Context: an optimization exercise on an open-source flow, tuned for small area. The choices shown serve that exercise and are no tape-out recipe.
Function was checked by simulation only, so behaviour that the tests miss may differ from the original.
No activity file was given, so power comes from the tool's default toggle rates.

==> flow/design.v, too long to show whole: its modules and the start of the top module <==
// module brick_xu: 235 lines
// module bx_mtree: 1558 lines
// module bx_cpa81: 86 lines
// module bx_cpa81_cc: 174 lines
// module bx_shr96: 276 lines
// module bx_lzc80: 43 lines
// module bx_fa: 4 lines
// module bx_ha: 4 lines
// module bx_bsel: 3 lines
module brick_xu (
    input  wire        clk,
    input  wire        rst,
    input  wire [5:0]  op,
    input  wire [1:0]  k,
    input  wire [1:0]  j,
    input  wire [1:0]  align,
    input  wire [5:0]  sh,
    input  wire [31:0] opa,
    input  wire [31:0] opb,
    input  wire [15:0] opc,
    input  wire [11:0] imm,
    input  wire        cvt_en,
    input  wire [1:0]  cvt_k,
    input  wire [2:0]  cvt_fmt,
    input  wire        f_we,
    input  wire [4:0]  f_wdata,
    output reg         x_we,
    output reg  [31:0] x_wdata,
    output reg         cvt_we,
    output reg  [31:0] cvt_data,
    output reg  [4:0]  flags,
    output reg         acc_sat,
    output reg  [1:0]  store_sat
);
  // ...
==> flow/run.sh <==
#!/bin/bash
# synth_recipe.tcl (not shown) runs the flow's synth.tcl, then flattens the netlist and writes it again
# the make line also repeats each setting of config.mk as NAME=value (left out here)
make -C /OpenROAD-flow-scripts/flow DESIGN_CONFIG=/design/flow/config.mk WORK_HOME=/design/flow/orfs CLKGATE_MAP_FILE= SYNTH_SCRIPT=/design/flow/synth_recipe.tcl finish
==> flow/config.mk <==
export PLATFORM = sky130hd
export DESIGN_NAME = brick_xu
export DESIGN_NICKNAME = brick_xu
export VERILOG_FILES = /design/flow/design.v
export SDC_FILE = /design/flow/constraint.sdc
export NUM_CORES = 8
export LEC_CHECK = 0
export ABC_AREA = 1
export CAP_MARGIN = 20
export CORE_MARGIN = 2
export CORE_UTILIZATION = 55
export SLEW_MARGIN = 20
==> flow/constraint.sdc <==
create_clock -name core_clock -period 20.0 [get_ports {clk}]
set_input_delay 4.0000 -clock core_clock [delete_from_list [all_inputs] [get_ports {clk}]]
set_output_delay 4.0000 -clock core_clock [all_outputs]
set_load 0.01 [all_outputs]
==> run summary, run 1 <==
ys flop type=edfxtp_1; fmax=51.2 MHz; Critical Path Fanout Max=16; Seq/Total Area, Yosys=0.178; Slew Limit Fails=3; Tmin final=19530 ps; synthesized area=62500 sq um; CP max-delay cell=xor2_1; row count=about 120; internal power=roughly 3700 uW; CP required=around 20000 ps; multi-input gates=about 6200; M1 GR Usage=0.720; crit path DAT=about 20000 ps; mux share of post-synthesis cell area=0; most used cell, CP=fa_1; Post-CTS Setup Inserts=0; most common cell in the netlist=nand2_1; combinational fraction of design power=0.780; leading cell type in the layout, fill and taps excluded=nand2_1; outcome=finished with violations; R2R Path End=flags[0]$_SDFFE_PP0P_; Max VDD drop=between 200 and 300 uV; Max-Cap Viols=1; SO Faults=capacitance limit, slew limit; clock root buffer=clkbuf_16; grt peak-use layer=met2; CP endpoint kind=flip-flop; relative slew slack=-0.0202
==> inputs of run 2 (changes only) <==
==> flow/flow/run.sh (new file) <==
#!/bin/bash
# Own layout flow: the standard ORFS flow, with two changes.
#  1. Synthesis is the standard synthesis script, but ABC maps with an area-oriented
#     script (flow/abc_area.script): a copy of ORFS's scripts folder differs only there.
#  2. The ports get sky130_fd_sc_hd__buf_1 buffers (BUFFER_PORTS_ARGS).
# Every other step is standard.sh unchanged. Each tool's output goes to its own log here.
set -euo pipefail
W=$PWD
rm -rf "$W/own_scripts"
mkdir -p "$W/own_scripts"
cp -r "$FLOW_HOME/scripts/." "$W/own_scripts/"
cp "$W/flow/abc_area.script" "$W/own_scripts/abc_area.script"
bash standard.sh SCRIPTS_DIR="$W/own_scripts" synth > "$W/own_synth.log" 2>&1
bash standard.sh "BUFFER_PORTS_ARGS=-buffer_cell sky130_fd_sc_hd__buf_1" finish > "$W/own_layout.log" 2>&1
==> flow/flow/abc_area.script (new file) <==
strash
&get -n
&st
&dch
&nf -R 1000
&put
==> flow/standard.sh (new file) <==
#!/bin/bash
# synth_recipe.tcl (not shown) runs the flow's synth.tcl, then flattens the netlist and writes it again
# the make line also repeats each setting of config.mk as NAME=value (left out here)
make -C /OpenROAD-flow-scripts/flow DESIGN_CONFIG=/design/flow/config.mk WORK_HOME=/design/flow/orfs CLKGATE_MAP_FILE= SYNTH_SCRIPT=/design/flow/synth_recipe.tcl "${@:-finish}"
--- a/flow/config.mk
+++ b/flow/config.mk
@@ -11,2 +11,3 @@
 export CORE_UTILIZATION = 55
 export SLEW_MARGIN = 20
+export SYNTH_HIERARCHICAL = 1
removed: flow/run.sh
==> run summary, run 2 <==
detailed-route wire length=280000 um (was 358000 um); Placed Cells=7589 (was 9904); post-cts resize count=0 (unchanged); leading cell type in the layout, fill and taps excluded=nand2_1 (unchanged); crit path DAT=18850 ps (was 20020 ps); drt drc=0 (unchanged); CTS Buf Count=36 (was 34); Layout Skew=26.1 ps (was 53.8 ps); Finished Layout Cells=7671 (was 10018); synthesis-to-finish area growth=9.28% (was 8.68%); most common cell in the netlist=nand2_1 (unchanged); Post-CTS Setup Inserts=0 (unchanged); aggregate global routing overflow=0 (unchanged); most frequent cells in the layout=nand2_1, a22oi_1, xnor2_1 (was nand2_1, inv_1, o22ai_1); Critical Path Fanout Max=38 (was 16); CP max-delay cell=xor2_4 (was xor2_1); post-synthesis register bit count=394 (unchanged); Synth cell types=52 (was 70); ys flop type=edfxtp_1 (unchanged); Final TNS setup=0 ps (unchanged); clock root buffer=clkbuf_16 (unchanged); core area=100000 sq um (was 113000 sq um); CTS Hold Bufs=0 (unchanged); Clk pin slew, worst setup/hold paths=60 ps (was 70 ps); H-tree depth=2 (unchanged); Worst R2R Setup Slack=7500 ps (was 7070 ps); leak pwr=0.0241 uW (was 0.0287 uW); PD cells=147 nW/um^2 (was 125 nW/um^2); Initial DRT Pass Iterations=19 (was 14); Starting Density=0.556 (was 0.555); outcome=finished clean (was finished with violations); RSZ-0062 raised after global routing=no (unchanged); Yosys top cell by area=fa_1 (unchanged); relative slew slack=0.102 (was -0.0202); Synth top cells by count=nand2_1, a22oi_1, xnor2_1 (was nand2_1, inv_1, o22ai_1); post-DR wirelength/cell=36.5 um (was 35.8 um); Sinks on Clock Net=394 (unchanged); synthesized area=55900 sq um (was 62500 sq um); GRT Overall Usage=0.519 (was 0.593); total die area=104000 sq um (was 116000 sq um); Post-layout nets=7084 (was 9310); Hold Path Class=reg2reg (unchanged); first-pass GRT wire length=397000 um (was 496000 um); CTS tree=done (unchanged); vias per cell=7.99 (was 7.40); layout cells sized above 1=0.0682 (was 0.0646); most used cell, CP=a21o_1 (was fa_1); Tot Pwr=8980 uW (was 8470 uW); final hold viol count=0 (unchanged); number of fill cells=8901 (was 10189); Slew Limit Fails=0 (was 3); Setup Viol. Count Final=0 (unchanged); largest net degree at the start of global routing=92 (was 66); Worst-Skew Late Latency=570 ps (was 600 ps); IO buf count=197 (unchanged); initial antenna violation count=14 (was 57); via count=61294 (was 74176); Tmin final=18360 ps (was 19530 ps); CP endpoint kind=flip-flop (unchanged); Avg Synthesized Cell Area=9.43 sq um (was 7.31 sq um); die height=323 um (was 341 um); row count=116 (was 123); fmax=54.5 MHz (was 51.2 MHz); top-area cell type share of the netlist area=0.181 (was 0.179); GP Congestion=1.09 (was 1.25); Max-Cap Viols=0 (was 1); async set-reset flop share out of synthesis=0 (unchanged); IO Count=198 (unchanged); Crit Path Class=in2reg (unchanged); Max VDD drop=159 uV (was 258 uV); Ys Warns=7 (was 1); Final ANT Viol Nets=0 (unchanged); Tcrit/Tclk final=0.918 (was 0.977); crit-path max cell delay=840 ps (was 1070 ps); most area-consuming cells after synthesis=fa_1, edfxtp_1, a222oi_1, xnor2_1, a22oi_1 (was fa_1, edfxtp_1, o22ai_1, nand2_1, inv_1); CP required=20490 ps (was 20480 ps); vias in the first global route=57084 (was 67944); EDFF count, synth=320 (unchanged); Worst Setup Start Kind=primary input (unchanged); Worst-Margin Slew=1340 ps (was 1520 ps); die boundary width=323 um (was 341 um); hpwl dp=197000 um (was 274000 um); Cells after Synth=5928 (was 8545); clk buf depth=3 (unchanged); violation count after the first detailed-route iteration=15640 (was 16087); Seq/Total Area, Yosys=0.198 (was 0.178)
==> run 2: cell count changes in the layout (fill, tap and decap cells not counted), sizes merged, moves of 96 or more <==
| cell | change |
|---|---|
| o21ai | -356 |
| nor2 | -479 |
| nand2 | -406 |
| o22ai | -932 |
| clkdlybuf4s50 | -197 |
| xnor2 | +293 |
| inv | -1227 |
| a222oi | +589 |
| a21o | +121 |
| nand3 | -147 |
| buf | +96 |
| a22oi | +630 |
==> run 2: metal layers <==
layer | global-route usage | part of all wire | vias up
li1 | - | - | 24400
met1 | 0.648 | 0.34 | 29526
met2 | 0.726 | 0.40 | 6094
met3 | 0.213 | 0.18 | 1262
met4 | 0.360 | 0.083 | 12
met5 | 0.00787 | 0.00030 | -
==> run 2: area by class of cell <==
type	count	area (sq um)	share of cell area
clock buffer	47	995	0.0163
timing repair buffer	433	2550	0.0418
antenna	8	20.0	0.000328
sequential	394	11100	0.182
clock inverter	16	165	0.00270
multi-input combinational	5335	44200	0.724
inverter	81	304	0.00498
tap	1357	1700	0.0278
==> run 2: worst max-delay path, delay by kind of cell <==
family          cells  cell delay (ps)
simple gates        6              960
buf+inv             6             2350
fa+ha+maj           9             3840
compound gates     24             6130
mux                 2              300
xor+xnor            3             1180
==> run 2: per-stage QoR <==
stage	hold slack [ps]	setup slack, ps	util	instance area, sq um
floorplan	513	151	-	56100
global placement	492	1700	0.595	59800
detailed placement	485	1640	0.595	59800
CTS	499	2160	0.607	61000
global route	534	1240	0.608	61100
finish	499	1640	0.608	61100
==> run 2: cells by family after synthesis <==
logic type                 synth area share
AOI/OAI and AO/OA                     0.307
and+or+nand+nor                       0.124
xor gates and xnor gates              0.121
adders and majority gates             0.220
DFF                                   0.198
buffers and inverters                0.0281
muxes                              0.000896
other                              0.000269
==> run 2: path summary, 6_finish.rpt <==
kind,endpoint,cells past startpoint,from
worst max-delay path,flags[1]$_SDFFE_PP0P_,50,op[1]
worst min-delay path,flags[2]$_SDFFE_PP0P_,1,flags[2]$_SDFFE_PP0P_
worst max register to register,flags[1]$_SDFFE_PP0P_,47,acc1[79]$_DFFE_PP_
worst min register to register,flags[2]$_SDFFE_PP0P_,1,flags[2]$_SDFFE_PP0P_
==> run 2: power by group <==
| part | internal, uW | switching (uW) | total, uW | leakage [uW] |
|---|---|---|---|---|
| Sequential | 1210 | 148 | 1360 | 0.00394 |
| Combinational | 2520 | 4390 | 6920 | 0.0196 |
| Clock | 391 | 315 | 706 | 0.000567 |
==> run 2: per-module statistics from Yosys, one instance, submodules excluded, excerpt <==
module	cells inside	cell area [sq um]
bx_cpa81_cc	175	1090
bx_bsel	2	16.3
bx_fa	1	20.0
bx_ha	1	12.5
bx_mtree	342	2290
brick_xu	2875	26800
bx_lzc80	111	682
bx_shr96	694	4400

## static timing again, ports no longer ideal
How much do the figures lean on ideal ports? The routed layouts below were timed once more, with nothing changed but the port constraints.
Step 1: set_driving_cell puts a clkbuf_16 on clk and a buf_2 on each other input, an assumption about the parent block.
Step 2 moves the port delays by t, midway between the first and last clock arrival at a register: inputs arrive t later, outputs are due t later. That takes back most of the time a late clock gives input paths.
Three values: ideal ports, drivers, drivers and shift; two values: the first two.
run	t, ns	slack for setup (ns)	worst setup path at the end	slew at the worst register clock pin (ns)
run 1	0.639	0.465 / 0.477 / -0.163	input to register	0.08 / 0.08
run 2	0.620	1.639 / 1.663 / 1.043	input to register	0.07 / 0.07
For run 1, which loses most, drivers alone change the setup slack by +0.012 ns; drivers and shift together by -0.628 ns.
